Context: an optimization exercise on an open-source flow, tuned for small area, a short achievable clock period and few clock cycles per item. The choices shown serve that exercise and are no tape-out recipe.
Function was checked by simulation only, so behaviour that the tests miss may differ from the original.

--- design/flow/design.v ---
module slot_sbox (
    input  wire [7:0] a,
    output reg  [7:0] y
);
    always @(*) begin
        case (a)
            8'h00: y = 8'h63;
            8'h01: y = 8'h7c;
            8'h02: y = 8'h77;
            8'h03: y = 8'h7b;
            8'h04: y = 8'hf2;
            8'h05: y = 8'h6b;
            8'h06: y = 8'h6f;
            8'h07: y = 8'hc5;
            8'h08: y = 8'h30;
            8'h09: y = 8'h01;
            8'h0a: y = 8'h67;
            8'h0b: y = 8'h2b;
            8'h0c: y = 8'hfe;
            8'h0d: y = 8'hd7;
            8'h0e: y = 8'hab;
            8'h0f: y = 8'h76;
            8'h10: y = 8'hca;
            8'h11: y = 8'h82;
            8'h12: y = 8'hc9;
            8'h13: y = 8'h7d;
            8'h14: y = 8'hfa;
            8'h15: y = 8'h59;
            8'h16: y = 8'h47;
            8'h17: y = 8'hf0;
            8'h18: y = 8'had;
            8'h19: y = 8'hd4;
            8'h1a: y = 8'ha2;
            8'h1b: y = 8'haf;
            8'h1c: y = 8'h9c;
            8'h1d: y = 8'ha4;
            8'h1e: y = 8'h72;
            8'h1f: y = 8'hc0;
            8'h20: y = 8'hb7;
            8'h21: y = 8'hfd;
            8'h22: y = 8'h93;
            8'h23: y = 8'h26;
            8'h24: y = 8'h36;
            8'h25: y = 8'h3f;
            8'h26: y = 8'hf7;
            8'h27: y = 8'hcc;
            8'h28: y = 8'h34;
            8'h29: y = 8'ha5;
            8'h2a: y = 8'he5;
            8'h2b: y = 8'hf1;
            8'h2c: y = 8'h71;
            8'h2d: y = 8'hd8;
            8'h2e: y = 8'h31;
            8'h2f: y = 8'h15;
            8'h30: y = 8'h04;
            8'h31: y = 8'hc7;
            8'h32: y = 8'h23;
            8'h33: y = 8'hc3;
            8'h34: y = 8'h18;
            8'h35: y = 8'h96;
            8'h36: y = 8'h05;
            8'h37: y = 8'h9a;
            8'h38: y = 8'h07;
            8'h39: y = 8'h12;
            8'h3a: y = 8'h80;
            8'h3b: y = 8'he2;
            8'h3c: y = 8'heb;
            8'h3d: y = 8'h27;
            8'h3e: y = 8'hb2;
            8'h3f: y = 8'h75;
            8'h40: y = 8'h09;
            8'h41: y = 8'h83;
            8'h42: y = 8'h2c;
            8'h43: y = 8'h1a;
            8'h44: y = 8'h1b;
            8'h45: y = 8'h6e;
            8'h46: y = 8'h5a;
            8'h47: y = 8'ha0;
            8'h48: y = 8'h52;
            8'h49: y = 8'h3b;
            8'h4a: y = 8'hd6;
            8'h4b: y = 8'hb3;
            8'h4c: y = 8'h29;
            8'h4d: y = 8'he3;
            8'h4e: y = 8'h2f;
            8'h4f: y = 8'h84;
            8'h50: y = 8'h53;
            8'h51: y = 8'hd1;
            8'h52: y = 8'h00;
            8'h53: y = 8'hed;
            8'h54: y = 8'h20;
            8'h55: y = 8'hfc;
            8'h56: y = 8'hb1;
            8'h57: y = 8'h5b;
            8'h58: y = 8'h6a;
            8'h59: y = 8'hcb;
            8'h5a: y = 8'hbe;
            8'h5b: y = 8'h39;
            8'h5c: y = 8'h4a;
            8'h5d: y = 8'h4c;
            8'h5e: y = 8'h58;
            8'h5f: y = 8'hcf;
            8'h60: y = 8'hd0;
            8'h61: y = 8'hef;
            8'h62: y = 8'haa;
            8'h63: y = 8'hfb;
            8'h64: y = 8'h43;
            8'h65: y = 8'h4d;
            8'h66: y = 8'h33;
            8'h67: y = 8'h85;
            8'h68: y = 8'h45;
            8'h69: y = 8'hf9;
            8'h6a: y = 8'h02;
            8'h6b: y = 8'h7f;
            8'h6c: y = 8'h50;
            8'h6d: y = 8'h3c;
            8'h6e: y = 8'h9f;
            8'h6f: y = 8'ha8;
            8'h70: y = 8'h51;
            8'h71: y = 8'ha3;
            8'h72: y = 8'h40;
            8'h73: y = 8'h8f;
            8'h74: y = 8'h92;
            8'h75: y = 8'h9d;
            8'h76: y = 8'h38;
            8'h77: y = 8'hf5;
            8'h78: y = 8'hbc;
            8'h79: y = 8'hb6;
            8'h7a: y = 8'hda;
            8'h7b: y = 8'h21;
            8'h7c: y = 8'h10;
            8'h7d: y = 8'hff;
            8'h7e: y = 8'hf3;
            8'h7f: y = 8'hd2;
            8'h80: y = 8'hcd;
            8'h81: y = 8'h0c;
            8'h82: y = 8'h13;
            8'h83: y = 8'hec;
            8'h84: y = 8'h5f;
            8'h85: y = 8'h97;
            8'h86: y = 8'h44;
            8'h87: y = 8'h17;
            8'h88: y = 8'hc4;
            8'h89: y = 8'ha7;
            8'h8a: y = 8'h7e;
            8'h8b: y = 8'h3d;
            8'h8c: y = 8'h64;
            8'h8d: y = 8'h5d;
            8'h8e: y = 8'h19;
            8'h8f: y = 8'h73;
            8'h90: y = 8'h60;
            8'h91: y = 8'h81;
            8'h92: y = 8'h4f;
            8'h93: y = 8'hdc;
            8'h94: y = 8'h22;
            8'h95: y = 8'h2a;
            8'h96: y = 8'h90;
            8'h97: y = 8'h88;
            8'h98: y = 8'h46;
            8'h99: y = 8'hee;
            8'h9a: y = 8'hb8;
            8'h9b: y = 8'h14;
            8'h9c: y = 8'hde;
            8'h9d: y = 8'h5e;
            8'h9e: y = 8'h0b;
            8'h9f: y = 8'hdb;
            8'ha0: y = 8'he0;
            8'ha1: y = 8'h32;
            8'ha2: y = 8'h3a;
            8'ha3: y = 8'h0a;
            8'ha4: y = 8'h49;
            8'ha5: y = 8'h06;
            8'ha6: y = 8'h24;
            8'ha7: y = 8'h5c;
            8'ha8: y = 8'hc2;
            8'ha9: y = 8'hd3;
            8'haa: y = 8'hac;
            8'hab: y = 8'h62;
            8'hac: y = 8'h91;
            8'had: y = 8'h95;
            8'hae: y = 8'he4;
            8'haf: y = 8'h79;
            8'hb0: y = 8'he7;
            8'hb1: y = 8'hc8;
            8'hb2: y = 8'h37;
            8'hb3: y = 8'h6d;
            8'hb4: y = 8'h8d;
            8'hb5: y = 8'hd5;
            8'hb6: y = 8'h4e;
            8'hb7: y = 8'ha9;
            8'hb8: y = 8'h6c;
            8'hb9: y = 8'h56;
            8'hba: y = 8'hf4;
            8'hbb: y = 8'hea;
            8'hbc: y = 8'h65;
            8'hbd: y = 8'h7a;
            8'hbe: y = 8'hae;
            8'hbf: y = 8'h08;
            8'hc0: y = 8'hba;
            8'hc1: y = 8'h78;
            8'hc2: y = 8'h25;
            8'hc3: y = 8'h2e;
            8'hc4: y = 8'h1c;
            8'hc5: y = 8'ha6;
            8'hc6: y = 8'hb4;
            8'hc7: y = 8'hc6;
            8'hc8: y = 8'he8;
            8'hc9: y = 8'hdd;
            8'hca: y = 8'h74;
            8'hcb: y = 8'h1f;
            8'hcc: y = 8'h4b;
            8'hcd: y = 8'hbd;
            8'hce: y = 8'h8b;
            8'hcf: y = 8'h8a;
            8'hd0: y = 8'h70;
            8'hd1: y = 8'h3e;
            8'hd2: y = 8'hb5;
            8'hd3: y = 8'h66;
            8'hd4: y = 8'h48;
            8'hd5: y = 8'h03;
            8'hd6: y = 8'hf6;
            8'hd7: y = 8'h0e;
            8'hd8: y = 8'h61;
            8'hd9: y = 8'h35;
            8'hda: y = 8'h57;
            8'hdb: y = 8'hb9;
            8'hdc: y = 8'h86;
            8'hdd: y = 8'hc1;
            8'hde: y = 8'h1d;
            8'hdf: y = 8'h9e;
            8'he0: y = 8'he1;
            8'he1: y = 8'hf8;
            8'he2: y = 8'h98;
            8'he3: y = 8'h11;
            8'he4: y = 8'h69;
            8'he5: y = 8'hd9;
            8'he6: y = 8'h8e;
            8'he7: y = 8'h94;
            8'he8: y = 8'h9b;
            8'he9: y = 8'h1e;
            8'hea: y = 8'h87;
            8'heb: y = 8'he9;
            8'hec: y = 8'hce;
            8'hed: y = 8'h55;
            8'hee: y = 8'h28;
            8'hef: y = 8'hdf;
            8'hf0: y = 8'h8c;
            8'hf1: y = 8'ha1;
            8'hf2: y = 8'h89;
            8'hf3: y = 8'h0d;
            8'hf4: y = 8'hbf;
            8'hf5: y = 8'he6;
            8'hf6: y = 8'h42;
            8'hf7: y = 8'h68;
            8'hf8: y = 8'h41;
            8'hf9: y = 8'h99;
            8'hfa: y = 8'h2d;
            8'hfb: y = 8'h0f;
            8'hfc: y = 8'hb0;
            8'hfd: y = 8'h54;
            8'hfe: y = 8'hbb;
            8'hff: y = 8'h16;
            default: y = 8'h00;
        endcase
    end
endmodule
module slot_aes_round (
    input  wire [127:0] state_in,    
    input  wire [127:0] rk_in,       
    input  wire [7:0]   rcon,        
    input  wire         last,        
    output wire [127:0] state_out,   
    output wire [127:0] rk_out       
);
    wire [31:0] w0 = rk_in[127:96];
    wire [31:0] w1 = rk_in[95:64];
    wire [31:0] w2 = rk_in[63:32];
    wire [31:0] w3 = rk_in[31:0];
    wire [31:0] rot = {w3[23:0], w3[31:24]};
    wire [31:0] sub;
    slot_sbox ks0 (.a(rot[31:24]), .y(sub[31:24]));
    slot_sbox ks1 (.a(rot[23:16]), .y(sub[23:16]));
    slot_sbox ks2 (.a(rot[15:8]),  .y(sub[15:8]));
    slot_sbox ks3 (.a(rot[7:0]),   .y(sub[7:0]));
    wire [31:0] n0 = w0 ^ sub ^ {rcon, 24'h000000};
    wire [31:0] n1 = w1 ^ n0;
    wire [31:0] n2 = w2 ^ n1;
    wire [31:0] n3 = w3 ^ n2;
    assign rk_out = {n0, n1, n2, n3};
    wire [127:0] sb;
    genvar i;
    generate
        for (i = 0; i < 16; i = i + 1) begin : g_sub
            slot_sbox sbox (.a(state_in[127-8*i -: 8]), .y(sb[127-8*i -: 8]));
        end
    endgenerate
    wire [127:0] sr;
    genvar r, c;
    generate
        for (c = 0; c < 4; c = c + 1) begin : g_col
            for (r = 0; r < 4; r = r + 1) begin : g_row
                assign sr[127-8*(r+4*c) -: 8] = sb[127-8*(r+4*((c+r)%4)) -: 8];
            end
        end
    endgenerate
    function [7:0] xtime(input [7:0] b);
        xtime = {b[6:0], 1'b0} ^ (b[7] ? 8'h1b : 8'h00);
    endfunction
    wire [127:0] mc;
    generate
        for (c = 0; c < 4; c = c + 1) begin : g_mix
            wire [7:0] a0 = sr[127-32*c -: 8];
            wire [7:0] a1 = sr[119-32*c -: 8];
            wire [7:0] a2 = sr[111-32*c -: 8];
            wire [7:0] a3 = sr[103-32*c -: 8];
            assign mc[127-32*c -: 8] = xtime(a0) ^ (xtime(a1) ^ a1) ^ a2 ^ a3;
            assign mc[119-32*c -: 8] = a0 ^ xtime(a1) ^ (xtime(a2) ^ a2) ^ a3;
            assign mc[111-32*c -: 8] = a0 ^ a1 ^ xtime(a2) ^ (xtime(a3) ^ a3);
            assign mc[103-32*c -: 8] = (xtime(a0) ^ a0) ^ a1 ^ a2 ^ xtime(a3);
        end
    endgenerate
    assign state_out = (last ? sr : mc) ^ rk_out;
endmodule
module slot_seal (
    input  wire         clk,
    input  wire         rst,          
    input  wire         start,
    input  wire [127:0] key,
    input  wire [511:0] slot,
    input  wire [31:0]  generation,
    input  wire [15:0]  index,
    output wire         ready,
    output reg          done,
    output reg  [63:0]  tag,
    output reg  [31:0]  crc,
    output reg          tag_ok,
    output reg          crc_ok
);
    localparam [1:0] S_IDLE = 2'd0, S_RUN = 2'd1, S_FINAL = 2'd2;
    function [127:0] to_be(input [127:0] x);
        integer b;
        begin
            for (b = 0; b < 16; b = b + 1)
                to_be[127-8*b -: 8] = x[8*b +: 8];
        end
    endfunction
    function [127:0] dbl(input [127:0] x);
        dbl = {x[126:0], 1'b0} ^ (x[127] ? 128'h87 : 128'h0);
    endfunction
    function [31:0] crc_word(input [31:0] c, input [31:0] w);
        integer k;
        reg [31:0] v;
        begin
            v = c ^ w;
            for (k = 0; k < 32; k = k + 1)
                v = (v >> 1) ^ (v[0] ? 32'h82F63B78 : 32'h0);
            crc_word = v;
        end
    endfunction
    function [7:0] rcon_of(input [3:0] r);
        case (r)
            4'd1:    rcon_of = 8'h01;
            4'd2:    rcon_of = 8'h02;
            4'd3:    rcon_of = 8'h04;
            4'd4:    rcon_of = 8'h08;
            4'd5:    rcon_of = 8'h10;
            4'd6:    rcon_of = 8'h20;
            4'd7:    rcon_of = 8'h40;
            4'd8:    rcon_of = 8'h80;
            4'd9:    rcon_of = 8'h1b;
            4'd10:   rcon_of = 8'h36;
            default: rcon_of = 8'h00;
        endcase
    endfunction
    reg [1:0]   fsm;
    reg [127:0] st;       
    reg [127:0] rk;       
    reg [127:0] lsub;     
    reg [3:0]   rnd;      
    reg [2:0]   blk;      
    reg [3:0]   wcnt;     
    reg [31:0]  crc_p;    
    reg [31:0]  crc_c;    
    assign ready = (fsm == S_IDLE);
    wire [127:0] key_be = to_be(key);
    wire [127:0] k2     = dbl(dbl(lsub));
    wire [127:0] m1     = to_be(slot[127:0]);
    wire [127:0] m2     = to_be(slot[255:128]);
    wire [127:0] m3     = to_be(slot[383:256]);
    wire [127:0] m4     = to_be({40'h0, 8'h80, index, generation, slot[415:384]}) ^ k2;
    wire [127:0] round_out, rk_next;
    slot_aes_round u_round (
        .state_in (st),
        .rk_in    (rk),
        .rcon     (rcon_of(rnd)),
        .last     (rnd == 4'd10),
        .state_out(round_out),
        .rk_out   (rk_next)
    );
    reg [127:0] next_msg;
    always @(*) begin
        case (blk)
            3'd0:    next_msg = m1;
            3'd1:    next_msg = round_out ^ m2;
            3'd2:    next_msg = round_out ^ m3;
            default: next_msg = round_out ^ m4;
        endcase
    end
    wire [31:0] word = slot[32*wcnt +: 32];
    wire [63:0] tag_le;
    genvar j;
    generate
        for (j = 0; j < 8; j = j + 1) begin : g_tag
            assign tag_le[8*j +: 8] = st[127-8*j -: 8];
        end
    endgenerate
    wire [31:0] crc_seal = crc_word(crc_word(crc_p, tag_le[31:0]), tag_le[63:32]) ^ 32'hFFFFFFFF;
    always @(posedge clk) begin
        if (rst) begin
            fsm  <= S_IDLE;
            done <= 1'b0;
        end else begin
            done <= 1'b0;
            case (fsm)
                S_IDLE: begin
                    if (start) begin
                        st    <= key_be;           
                        rk    <= key_be;
                        rnd   <= 4'd1;
                        blk   <= 3'd0;
                        wcnt  <= 4'd0;
                        crc_p <= 32'hFFFFFFFF;
                        fsm   <= S_RUN;
                    end
                end
                S_RUN: begin
                    if (wcnt < 4'd13) begin
                        crc_p <= crc_word(crc_p, word);
                        wcnt  <= wcnt + 4'd1;
                    end else if (wcnt == 4'd13) begin
                        crc_c <= crc_word(crc_p, word);
                        wcnt  <= wcnt + 4'd1;
                    end else if (wcnt == 4'd14) begin
                        crc_c <= crc_word(crc_c, word);
                        wcnt  <= wcnt + 4'd1;
                    end
                    if (rnd != 4'd10) begin
                        st  <= round_out;
                        rk  <= rk_next;
                        rnd <= rnd + 4'd1;
                    end else begin
                        if (blk == 3'd0)
                            lsub <= round_out;
                        if (blk == 3'd4) begin
                            st  <= round_out;      
                            fsm <= S_FINAL;
                        end else begin
                            st  <= next_msg ^ key_be;
                            rk  <= key_be;
                            rnd <= 4'd1;
                            blk <= blk + 3'd1;
                        end
                    end
                end
                default: begin
                    tag    <= tag_le;
                    crc    <= crc_seal;
                    tag_ok <= (slot[479:416] == tag_le);
                    crc_ok <= ((crc_c ^ 32'hFFFFFFFF) == slot[511:480]);
                    done   <= 1'b1;
                    fsm    <= S_IDLE;
                end
            endcase
        end
    end
endmodule
--- design/flow/run.sh ---
#!/bin/bash
# synth_recipe.tcl (not shown) runs the flow's synth.tcl, then flattens the netlist and writes it again
# the make line also repeats each setting of config.mk as NAME=value (left out here)
make -C /OpenROAD-flow-scripts/flow DESIGN_CONFIG=/design/flow/config.mk WORK_HOME=/design/flow/orfs CLKGATE_MAP_FILE= SYNTH_SCRIPT=/design/flow/synth_recipe.tcl finish
--- design/flow/config.mk ---
export PLATFORM = sky130hd
export DESIGN_NAME = slot_seal
export DESIGN_NICKNAME = slot_seal
export VERILOG_FILES = /design/flow/design.v
export SDC_FILE = /design/flow/constraint.sdc
export NUM_CORES = 8
export LEC_CHECK = 0
export CAP_MARGIN = 20
export CORE_MARGIN = 2
export CORE_UTILIZATION = 25
export PLACE_DENSITY = 0.5
export SLEW_MARGIN = 20
--- design/flow/constraint.sdc ---
create_clock -name core_clock -period 10.0 [get_ports {clk}]
set_input_delay 2.0000 -clock core_clock [delete_from_list [all_inputs] [get_ports {clk}]]
set_output_delay 2.0000 -clock core_clock [all_outputs]
set_load 0.01 [all_outputs]
==> impl_results.md <==
* Setup total negative slack at 0 ps
* Most frequent cell on the critical path: xnor3_1
* Via count at 151000
* Placed insts at about 23000
* Final Non-Filler Cells at between 20000 and 25000
* Starting density of the core at 25.1%
* Final setup fails at 0
* Most frequent cells in the layout: 1877 x nand2_1, 1690 x a21oi_1, 1649 x o21ai_0
* Outcome: finished clean
* Slew Viols, Final at 0
* Max_cap viols at 0
* Most common cell after layout, fill and taps aside: nand2_1
* Design area at roughly 150000 um2
* CTS Sinks at between 700 and 800
* Startpoint types: register
* Post-DRT Antenna Nets at 0
* Synth Area in Compound Gates at 30.4%
* Fraction of registers with async set/reset at 0%
* Unrepaired setup endpoints after global routing: false
* Mapped Nets at about 18000
* Pin count of the biggest net entering global routing at 120
* Post-Synthesis Cells at between 15000 and 20000
* Area Growth Syn to Fin at 17.7%
* Layout cells sized above 1 at a little under a tenth
* Hold depth at 0
* DR iter-0 viols at between 20000 and 30000
* Number of buffers added on ports at 790
* Die H at around 700 um
* Area of the mapped netlist at 125000 um2
* Largest family of logic cells by synthesized area: compound AO/OA/AOI/OAI gates
* Post-Synth Adder-Cell Area at between 3 and 4%
* Crit path kind: register to register
* Period utilization at a little over nine tenths
* Busiest grt layer: met2
* Post-CTS setup buffers at 0
* Slowest stage delay, CP at slightly below 900 ps
* Yosys warnings at 3
* Number of synthesized flops with an enable pin at 557
* Arr. time, crit path at ~10000 ps
* GP Congestion at ~1.1
* WL final at a little over 900000 um
* Io pins at between 700 and 800
* Clock skew at between 100 and 150 ps
* DIE AREA at 505000 um2
* HP Start: st[87]$_DFFE_PP_
* Post-CTS Hold Buffers at 0
* HP Class: register to register
* Synth Area per Inst at approximately 7.5 um2
* CTS tree: built
* Num CTS Buffers at between 100 and 150
* Core ar. at roughly 500000 um2
* Total GRT Usage at between 30% and 40%
* Mux contribution to synthesized area at under 10%
* Max FO, Critical Path at 7
* Max Clk Rate at ~0.11 GHz
* DRC violations left at 0
* CTS root buffer: clkbuf_16
* CP Launch Point: st[126]$_DFFE_PP_
* Seq/Total Area, Yosys at 16.1%
* Post-synthesis xor/xnor area fraction at between 20% and 30%
* Fin nets at roughly 18000
* CTS Buffer Depth at 4
* Dpl cell area at ~140000 um2
* FILL cells at between 50000 and 60000
* Final Critical Period at between 9000 and 10000 ps
* H-tree Lvls at 3
* Reg2Reg Depth at 18
* Met3 Use GR at 9.63%
* Post-synth top flop: edfxtp_1
* Grt met2 use at about half
* Cell Chain, Critical Path: xor2_2 -> xnor3_1 -> xnor2_1 -> xnor3_1 -> xor3_1 -> xnor3_1 -> xnor3_1 -> xor2_2 -> xnor2_1 -> xnor3_1 -> xnor3_2 -> xnor3_2 -> xnor3_1 -> xnor3_2 -> xor2_2 -> xnor3_1 -> xnor2_1 -> xor3_1
* Initial antenna violation count at between 200 and 300
* GRT Residual Overflow at 0
* WP data required at 10630 ps
* First-pass GRT wire length at about 1200000 um
* Hold Fails Final Rpt at 0
* Synth Area in Simple Gates at 17.1%
* Max_slew headroom at a little over a tenth
* PostCTS Resize Cnt at 0
* Clock transition at the registers of the reported paths at ~70 ps
* Worst Max-Slew Pin Slew at ~1300 ps
* Distinct cell type count after synthesis at 87
* Die Wd at 711 um
* Critical Path End Type: register
* Met1 GRT Util at a little over two fifths
* Clk Latency, worst-skew pair at just under 1000 ps
* Vias in the first global route at between 100k and 150k
* Drt first pass iters at 9
* RR Startpoint: st[126]$_DFFE_PP_
* Avg WL per Cell at between 30 and 40 um
* Via/cell ratio at about 6.3
* Row Count at between 200 and 300
* Slowest-stage cell, CP: edfxtp_1
* DP Wirelength at approximately 720000 um
* Synthesized flop and latch total at ~730
sequential cells by signal (all words and copies together) (netlist names), 32 cells and up:
| signal | flops |
|---|---|
| st | 128 |
| u_round.g_mix.a0 | 32 |
| u_round.g_mix.a3 | 32 |
| crc | 32 |
| crc_c | 32 |
| u_round.g_mix.a2 | 32 |
| lsub | 128 |
| crc_p | 32 |
| u_round.g_mix.a1 | 32 |
| rk | 128 |
| tag | 64 |
kinds of logic after synthesis:
group / Yosys count
XOR/XNOR: 2305
adder cells (fa/ha/maj): 313
multiplexers: 545
AO/OA/AOI/OAI: 6066
buffers and inverters: 1838
AND/OR/NAND/NOR: 4946
flip-flops: 728
path summary, 6_finish.rpt:
kind	to	slack, ps
setup / recovery	crc[5]$_DFFE_PP_	550
hold / removal	tag[47]$_DFFE_PP_	600
setup reg to reg	crc[5]$_DFFE_PP_	550
hold reg to reg	tag[47]$_DFFE_PP_	600
per-layer routing:
layer | wire [um] | vias up
li1 | - | 62300
met1 | 346000 | 73700
met2 | 384000 | 12300
met3 | 111000 | 2323
met4 | 88500 | 58
met5 | 372 | -
final cells by class:
class                   count  area [um2]  share of cell area (%)
diodes                    223         558                   0.380
clock buffers             141        2970                    2.02
clock inverters            58         795                   0.540
inverters                 211         808                   0.550
multi-input cells       14200       99400                    67.6
flip-flops and latches    728       20100                    13.7
well taps                6655        8330                    5.66
repair buffers           1574       14100                    9.57
synthesized netlist by cell type (202+ instances only):
cell	instances	area, um2
edfxtp_1	557	16700
xnor3_1	308	6940
nor3_1	476	2380
ha_1	313	3920
nand3_1	422	2110
clkbuf_1	1326	4980
xnor2_1	1372	12000
o211ai_1	408	3060
a311oi_1	222	1940
a31oi_1	307	1920
xor2_1	456	3990
o22ai_1	202	1260
a211oi_1	364	2730
a21oi_1	1713	8570
buf_1	268	1010
nand2_1	1883	7070
o21ai_0	1660	8310
nor2_1	1545	5800
mux2i_1	327	3270
stage by stage:
stage	worst slack, ps	hold slack, ps	utilization [%]
after global routing	340	593	29.5
after detailed placement	333	584	28.7
final	554	604	29.5
after CTS	624	605	29.4
after global placement	299	571	28.7
after floorplan	12.8	421	-
worst max-delay path: cells and delay by family, from the launching register on:
family,cells,cell delay [ps]
xor+xnor,18,8180
flops,1,880
Testbench counts, summed over its fixed seeds: cycles 66,568, items 1,280.

[static timing again, ports no longer ideal]
The results above use ideal ports. As a check the final layout listed here was re-extracted and re-timed, cells and wires unchanged. Step 1, drivers: a clkbuf_16 drives clk and a buf_2 each remaining input, both assumed. Step 2 also shifts input and output timing later by t, the mid clock arrival at the registers, as if the neighbouring blocks saw the same clock. a / b / c = ideal ports / drivers / drivers and shift; a / b = the first two.
t (ns): 1.059
setup slack, ns: 0.554 / 0.554 / -0.031
slew at the worst register clock pin (ns): 0.08 / 0.08
worst slew at a driven data input, ns: 0.43
Met with ideal ports but missed after step 2: setup timing in this run. The setup slack of this run moves by 0.000 ns with the drivers and by -0.585 ns with both steps.
